Context: an optimization exercise on an open-source flow, tuned for small area, a short achievable clock period and few clock cycles per item. The choices shown serve that exercise and are no tape-out recipe. Only simulation tests tie the RTL to the original design; equivalence was not proved.

==> inputs of build 24 <==
==> flow/design.v <==
module aes_sbox (
  input  wire [7:0] a,
  output wire [7:0] y
);
  wire U0, U1, U2, U3, U4, U5, U6, U7;
  assign U0 = a[7];
  assign U1 = a[6];
  assign U2 = a[5];
  assign U3 = a[4];
  assign U4 = a[3];
  assign U5 = a[2];
  assign U6 = a[1];
  assign U7 = a[0];
  wire T1, T2, T3, T4, T5, T6, T7, T8, T9, T10, T11, T12;
  wire T13, T14, T15, T16, T17, T18, T19, T20, T21, T22, T23, T24;
  wire T25, T26, T27, M1, M2, M3, M4, M5, M6, M7, M8, M9;
  wire M10, M11, M12, M13, M14, M15, M16, M17, M18, M19, M20, M21;
  wire M22, M23, M24, M25, M26, M27, M28, M29, M30, M31, M32, M33;
  wire M34, M35, M36, M37, M38, M39, M40, M41, M42, M43, M44, M45;
  wire M46, M47, M48, M49, M50, M51, M52, M53, M54, M55, M56, M57;
  wire M58, M59, M60, M61, M62, M63, L0, L1, L2, L3, L4, L5;
  wire L6, L7, L8, L9, L10, L11, L12, L13, L14, L15, L16, L17;
  wire L18, L19, L20, L21, L22, L23, L24, L25, L26, L27, L28, L29;
  wire S0, S1, S2, S3, S4, S5, S6, S7;
  assign T1 = U0 ^ U3;
  assign T2 = U0 ^ U5;
  assign T3 = U0 ^ U6;
  assign T4 = U3 ^ U5;
  assign T5 = U4 ^ U6;
  assign T6 = T1 ^ T5;
  assign T7 = U1 ^ U2;
  assign T8 = U7 ^ T6;
  assign T9 = U7 ^ T7;
  assign T10 = T6 ^ T7;
  assign T11 = U1 ^ U5;
  assign T12 = U2 ^ U5;
  assign T13 = T3 ^ T4;
  assign T14 = T6 ^ T11;
  assign T15 = T5 ^ T11;
  assign T16 = T5 ^ T12;
  assign T17 = T9 ^ T16;
  assign T18 = U3 ^ U7;
  assign T19 = T7 ^ T18;
  assign T20 = T1 ^ T19;
  assign T21 = U6 ^ U7;
  assign T22 = T7 ^ T21;
  assign T23 = T2 ^ T22;
  assign T24 = T2 ^ T10;
  assign T25 = T20 ^ T17;
  assign T26 = T3 ^ T16;
  assign T27 = T1 ^ T12;
  assign M1 = T13 & T6;
  assign M2 = T23 & T8;
  assign M3 = T14 ^ M1;
  assign M4 = T19 & U7;
  assign M5 = M4 ^ M1;
  assign M6 = T3 & T16;
  assign M7 = T22 & T9;
  assign M8 = T26 ^ M6;
  assign M9 = T20 & T17;
  assign M10 = M9 ^ M6;
  assign M11 = T1 & T15;
  assign M12 = T4 & T27;
  assign M13 = M12 ^ M11;
  assign M14 = T2 & T10;
  assign M15 = M14 ^ M11;
  assign M16 = M3 ^ M2;
  assign M17 = M5 ^ T24;
  assign M18 = M8 ^ M7;
  assign M19 = M10 ^ M15;
  assign M20 = M16 ^ M13;
  assign M21 = M17 ^ M15;
  assign M22 = M18 ^ M13;
  assign M23 = M19 ^ T25;
  assign M24 = M22 ^ M23;
  assign M25 = M22 & M20;
  assign M26 = M21 ^ M25;
  assign M27 = M20 ^ M21;
  assign M28 = M23 ^ M25;
  assign M29 = M28 & M27;
  assign M30 = M26 & M24;
  assign M31 = M20 & M23;
  assign M32 = M27 & M31;
  assign M33 = M27 ^ M25;
  assign M34 = M21 & M22;
  assign M35 = M24 & M34;
  assign M36 = M24 ^ M25;
  assign M37 = M21 ^ M29;
  assign M38 = M32 ^ M33;
  assign M39 = M23 ^ M30;
  assign M40 = M35 ^ M36;
  assign M41 = M38 ^ M40;
  assign M42 = M37 ^ M39;
  assign M43 = M37 ^ M38;
  assign M44 = M39 ^ M40;
  assign M45 = M42 ^ M41;
  assign M46 = M44 & T6;
  assign M47 = M40 & T8;
  assign M48 = M39 & U7;
  assign M49 = M43 & T16;
  assign M50 = M38 & T9;
  assign M51 = M37 & T17;
  assign M52 = M42 & T15;
  assign M53 = M45 & T27;
  assign M54 = M41 & T10;
  assign M55 = M44 & T13;
  assign M56 = M40 & T23;
  assign M57 = M39 & T19;
  assign M58 = M43 & T3;
  assign M59 = M38 & T22;
  assign M60 = M37 & T20;
  assign M61 = M42 & T1;
  assign M62 = M45 & T4;
  assign M63 = M41 & T2;
  assign L0 = M61 ^ M62;
  assign L1 = M50 ^ M56;
  assign L2 = M46 ^ M48;
  assign L3 = M47 ^ M55;
  assign L4 = M54 ^ M58;
  assign L5 = M49 ^ M61;
  assign L6 = M62 ^ L5;
  assign L7 = M46 ^ L3;
  assign L8 = M51 ^ M59;
  assign L9 = M52 ^ M53;
  assign L10 = M53 ^ L4;
  assign L11 = M60 ^ L2;
  assign L12 = M48 ^ M51;
  assign L13 = M50 ^ L0;
  assign L14 = M52 ^ M61;
  assign L15 = M55 ^ L1;
  assign L16 = M56 ^ L0;
  assign L17 = M57 ^ L1;
  assign L18 = M58 ^ L8;
  assign L19 = M63 ^ L4;
  assign L20 = L0 ^ L1;
  assign L21 = L1 ^ L7;
  assign L22 = L3 ^ L12;
  assign L23 = L18 ^ L2;
  assign L24 = L15 ^ L9;
  assign L25 = L6 ^ L10;
  assign L26 = L7 ^ L9;
  assign L27 = L8 ^ L10;
  assign L28 = L11 ^ L14;
  assign L29 = L11 ^ L17;
  assign S0 = L6 ^ L24;
  assign S1 = ~(L16 ^ L26);
  assign S2 = ~(L19 ^ L28);
  assign S3 = L6 ^ L21;
  assign S4 = L20 ^ L22;
  assign S5 = L25 ^ L29;
  assign S6 = ~(L13 ^ L27);
  assign S7 = ~(L6 ^ L23);
  assign y[7] = S0;
  assign y[6] = S1;
  assign y[5] = S2;
  assign y[4] = S3;
  assign y[3] = S4;
  assign y[2] = S5;
  assign y[1] = S6;
  assign y[0] = S7;
endmodule
module cmac_aes128 (
  input  wire         clk,
  input  wire         rst,         
  input  wire         in_valid,
  input  wire         in_key,
  input  wire         in_last,
  input  wire [4:0]   in_len,
  input  wire [127:0] in_data,
  output wire         in_ready,
  output reg          tag_valid,
  output wire [127:0] tag
);
  function [7:0] xtime;
    input [7:0] b;
    xtime = {b[6:0], 1'b0} ^ (b[7] ? 8'h1b : 8'h00);
  endfunction
  function [127:0] dbl;
    input [127:0] x;
    dbl = {x[126:0], 1'b0} ^ (x[127] ? 128'h87 : 128'h0);
  endfunction
  function [7:0] rcon;
    input [3:0] r;
    case (r)
      4'd1:    rcon = 8'h01;
      4'd2:    rcon = 8'h02;
      4'd3:    rcon = 8'h04;
      4'd4:    rcon = 8'h08;
      4'd5:    rcon = 8'h10;
      4'd6:    rcon = 8'h20;
      4'd7:    rcon = 8'h40;
      4'd8:    rcon = 8'h80;
      4'd9:    rcon = 8'h1b;
      4'd10:   rcon = 8'h36;
      default: rcon = 8'h00;
    endcase
  endfunction
  function [31:0] mix_col;
    input [31:0] c;
    reg [7:0] a0, a1, a2, a3, t;
    begin
      a0 = c[31:24];
      a1 = c[23:16];
      a2 = c[15:8];
      a3 = c[7:0];
      t  = a0 ^ a1 ^ a2 ^ a3;
      mix_col = {a0 ^ t ^ xtime(a0 ^ a1),
                 a1 ^ t ^ xtime(a1 ^ a2),
                 a2 ^ t ^ xtime(a2 ^ a3),
                 a3 ^ t ^ xtime(a3 ^ a0)};
    end
  endfunction
  reg         busy;        
  reg         job_key;     
  reg         job_last;    
  reg         in_msg;      
  reg [3:0]   round;       
  reg [127:0] u;           
  reg [127:0] rk;          
  reg [127:0] key;         
  reg [127:0] lk;          
  wire final_round = (round == 4'd10);
  assign in_ready = !busy || (final_round && !job_last && !job_key);
  wire take = in_valid && in_ready;
  assign tag = u;
  wire [127:0] x = u ^ rk;    
  wire [127:0] sb;
  wire [31:0]  ksb;
  genvar gi;
  generate
    for (gi = 0; gi < 16; gi = gi + 1) begin : g_sbox
      aes_sbox u_sbox (
        .a(x[127-8*((gi % 4) + 4*(((gi / 4) + (gi % 4)) % 4)) -: 8]),
        .y(sb[127-8*gi -: 8]));
    end
    for (gi = 0; gi < 4; gi = gi + 1) begin : g_ksbox
      aes_sbox u_sbox (.a(rk[31-8*((gi + 1) % 4) -: 8]), .y(ksb[31-8*gi -: 8]));
    end
  endgenerate
  wire [31:0] kt  = ksb ^ {rcon(round), 24'h0};
  wire [31:0] pw0 = rk[127:96];
  wire [31:0] pw1 = pw0 ^ rk[95:64];
  wire [31:0] pw2 = pw1 ^ rk[63:32];
  wire [31:0] pw3 = pw2 ^ rk[31:0];
  wire [127:0] krn = {pw0 ^ kt, pw1 ^ kt, pw2 ^ kt, pw3 ^ kt};
  wire [127:0] mc = {mix_col(sb[127:96]), mix_col(sb[95:64]),
                     mix_col(sb[63:32]),  mix_col(sb[31:0])};
  wire [127:0] fin = sb ^ krn;    
  wire [127:0] k1 = dbl(lk);
  wire [127:0] k2 = dbl(k1);
  reg [127:0] padded;
  integer bi;
  always @(*) begin
    for (bi = 0; bi < 16; bi = bi + 1) begin
      if (bi < in_len)
        padded[127-8*bi -: 8] = in_data[127-8*bi -: 8];
      else if (bi == in_len)
        padded[127-8*bi -: 8] = 8'h80;
      else
        padded[127-8*bi -: 8] = 8'h00;
    end
  end
  wire [127:0] blk = in_key             ? 128'h0 :
                     !in_last           ? in_data :
                     (in_len == 5'd16)  ? in_data ^ k1 :
                                          padded ^ k2;
  wire [127:0] base = busy             ? fin :
                      in_msg || !take  ? u : 128'h0;
  always @(posedge clk) begin
    if (busy && !final_round)
      u <= mc;
    else
      u <= base ^ (take ? blk : 128'h0);
    rk <= take ? (in_key ? in_data : key) : krn;
    if (take && in_key)
      key <= in_data;
    if (busy && final_round && job_key)
      lk <= fin;
  end
  always @(posedge clk) begin
    if (rst) begin
      busy      <= 1'b0;
      job_key   <= 1'b0;
      job_last  <= 1'b0;
      in_msg    <= 1'b0;
      round     <= 4'd0;
      tag_valid <= 1'b0;
    end else begin
      tag_valid <= busy && final_round && job_last;
      if (take) begin
        busy     <= 1'b1;
        round    <= 4'd1;
        job_key  <= in_key;
        job_last <= !in_key && in_last;
        in_msg   <= !in_key && !in_last;
      end else if (busy) begin
        round <= round + 4'd1;
        if (final_round)
          busy <= 1'b0;
      end
    end
  end
endmodule
==> flow/flow/run.sh <==
#!/bin/bash
# Layout flow: the standard layout (standard.sh, ORFS from synthesis to
# the final layout) with two changes:
#  - a copy of ORFS's scripts folder in which the ABC script of the
#    synthesis's technology mapping is flow/abc.script, an area-recovering
#    mapping (ORFS's own scripts turn the XOR-rich AES logic into much larger
#    NAND networks);
#  - every input and output port still gets its buffer, but a plain buf_2
#    (BUFFER_PORTS_ARGS) instead of the delay cell buffer_ports picks.
# Every other step, setting and script is the standard flow's. make's output
# goes to flow.log, and each ORFS step writes its own log under orfs/logs/.
set -euo pipefail
cd "$(dirname "$0")/.."
W=$(pwd)
rm -rf "$W/scripts"
cp -r "$FLOW_HOME/scripts" "$W/scripts"
cp "$W/flow/abc.script" "$W/scripts/abc_area.script"
cp "$W/flow/abc.script" "$W/scripts/abc_speed.script"
bash "$W/standard.sh" SCRIPTS_DIR="$W/scripts" \
  "BUFFER_PORTS_ARGS=-buffer_cell sky130_fd_sc_hd__buf_2" finish > "$W/flow.log" 2>&1
==> flow/flow/abc.script <==
&get -n
&st
&dch
&nf -R 1000
&put
topo
stime -c
buffer -c
upsize -c
dnsize -c
==> flow/standard.sh <==
#!/bin/bash
# synth_recipe.tcl (not shown) runs the flow's synth.tcl, then flattens the netlist and writes it again
# the make line also repeats each setting of config.mk as NAME=value (left out here)
make -C /OpenROAD-flow-scripts/flow DESIGN_CONFIG=/design/flow/config.mk WORK_HOME=/design/flow/orfs CLKGATE_MAP_FILE= SYNTH_SCRIPT=/design/flow/synth_recipe.tcl "${@:-finish}"
==> flow/config.mk <==
export PLATFORM = sky130hd
export DESIGN_NAME = cmac_aes128
export DESIGN_NICKNAME = cmac_aes128
export VERILOG_FILES = /design/flow/design.v
export SDC_FILE = /design/flow/constraint.sdc
export NUM_CORES = 4
export LEC_CHECK = 0
export ABC_AREA = 1
export CAP_MARGIN = 20
export CORE_MARGIN = 2
export CORE_UTILIZATION = 50
export SETUP_SLACK_MARGIN = 4
export SLEW_MARGIN = 20
==> flow/constraint.sdc <==
create_clock -name core_clock -period 10.0 [get_ports {clk}]
set_input_delay 2.0000 -clock core_clock [delete_from_list [all_inputs] [get_ports {clk}]]
set_output_delay 2.0000 -clock core_clock [all_outputs]
set_load 0.01 [all_outputs]
==> inputs of build 3, as changes to build 24 <==
==> flow/flow/abc.script (replaced) <==
&get -n
&st
&dch
&nf
&put
topo
stime -c
buffer -c
upsize -c
dnsize -c
TNS_END_PERCENT = 0   (was default)
==> summary of the runs <==
- Against build 24, the area after synthesis of build 3 is higher by about 2.2%.
- Build 3 went through all stages and came out clean. Build 24 produced a clean layout.
- Of build 24 and build 3, build 24 has the higher non-clock buffer count (gap 181).
- Between build 3 and build 24, the lower via count is in build 24 (gap about 0.21%, measured against build 24).
- Of build 24 and build 3, build 24 has the higher synthesized cell count (gap 1.2%, measured against build 3).
- Against build 3, the critical path depth of build 24 is higher by 6.
- Against build 24, the die area of build 3 is higher by about 2.2%.
- Between build 24 and build 3, the lower first-iteration DRC count is in build 24 (gap about 9%, measured against build 3).
Testbench counts of build 24, summed over its fixed seeds: cycles 59,744, messages 960.
Testbench counts of build 3, summed over its fixed seeds: cycles 59,744, messages 960.

## port drivers added, routing unchanged
The results above use ideal ports. As a check the final layouts listed here were re-extracted and re-timed, cells and wires unchanged. Step 1 (the two cells are an assumption about what drives the block):
set clk [get_ports {clk}]
set_driving_cell -lib_cell sky130_fd_sc_hd__clkbuf_16 $clk
set_driving_cell -lib_cell sky130_fd_sc_hd__buf_2 [delete_from_list [all_inputs] $clk]
Step 2 times the ports against the registers' clock, not the clock port: input delays grow and output delays shrink by t, the midpoint of the rising clock arrivals with the driver on. Slacks: no drivers / after step 1 / after step 2; pairs: no drivers / after step 1.
| run | t (ns) | slack for setup (ns) | worst slew at a driven data input, ns |
|---|---|---|---|
| build 24 | 0.712 | 4.109 / 4.109 / 4.109 | 0.12 |
| build 3 | 0.718 | 3.970 / 3.970 / 3.970 | 0.12 |
After both steps setup and hold are still met in every run listed.
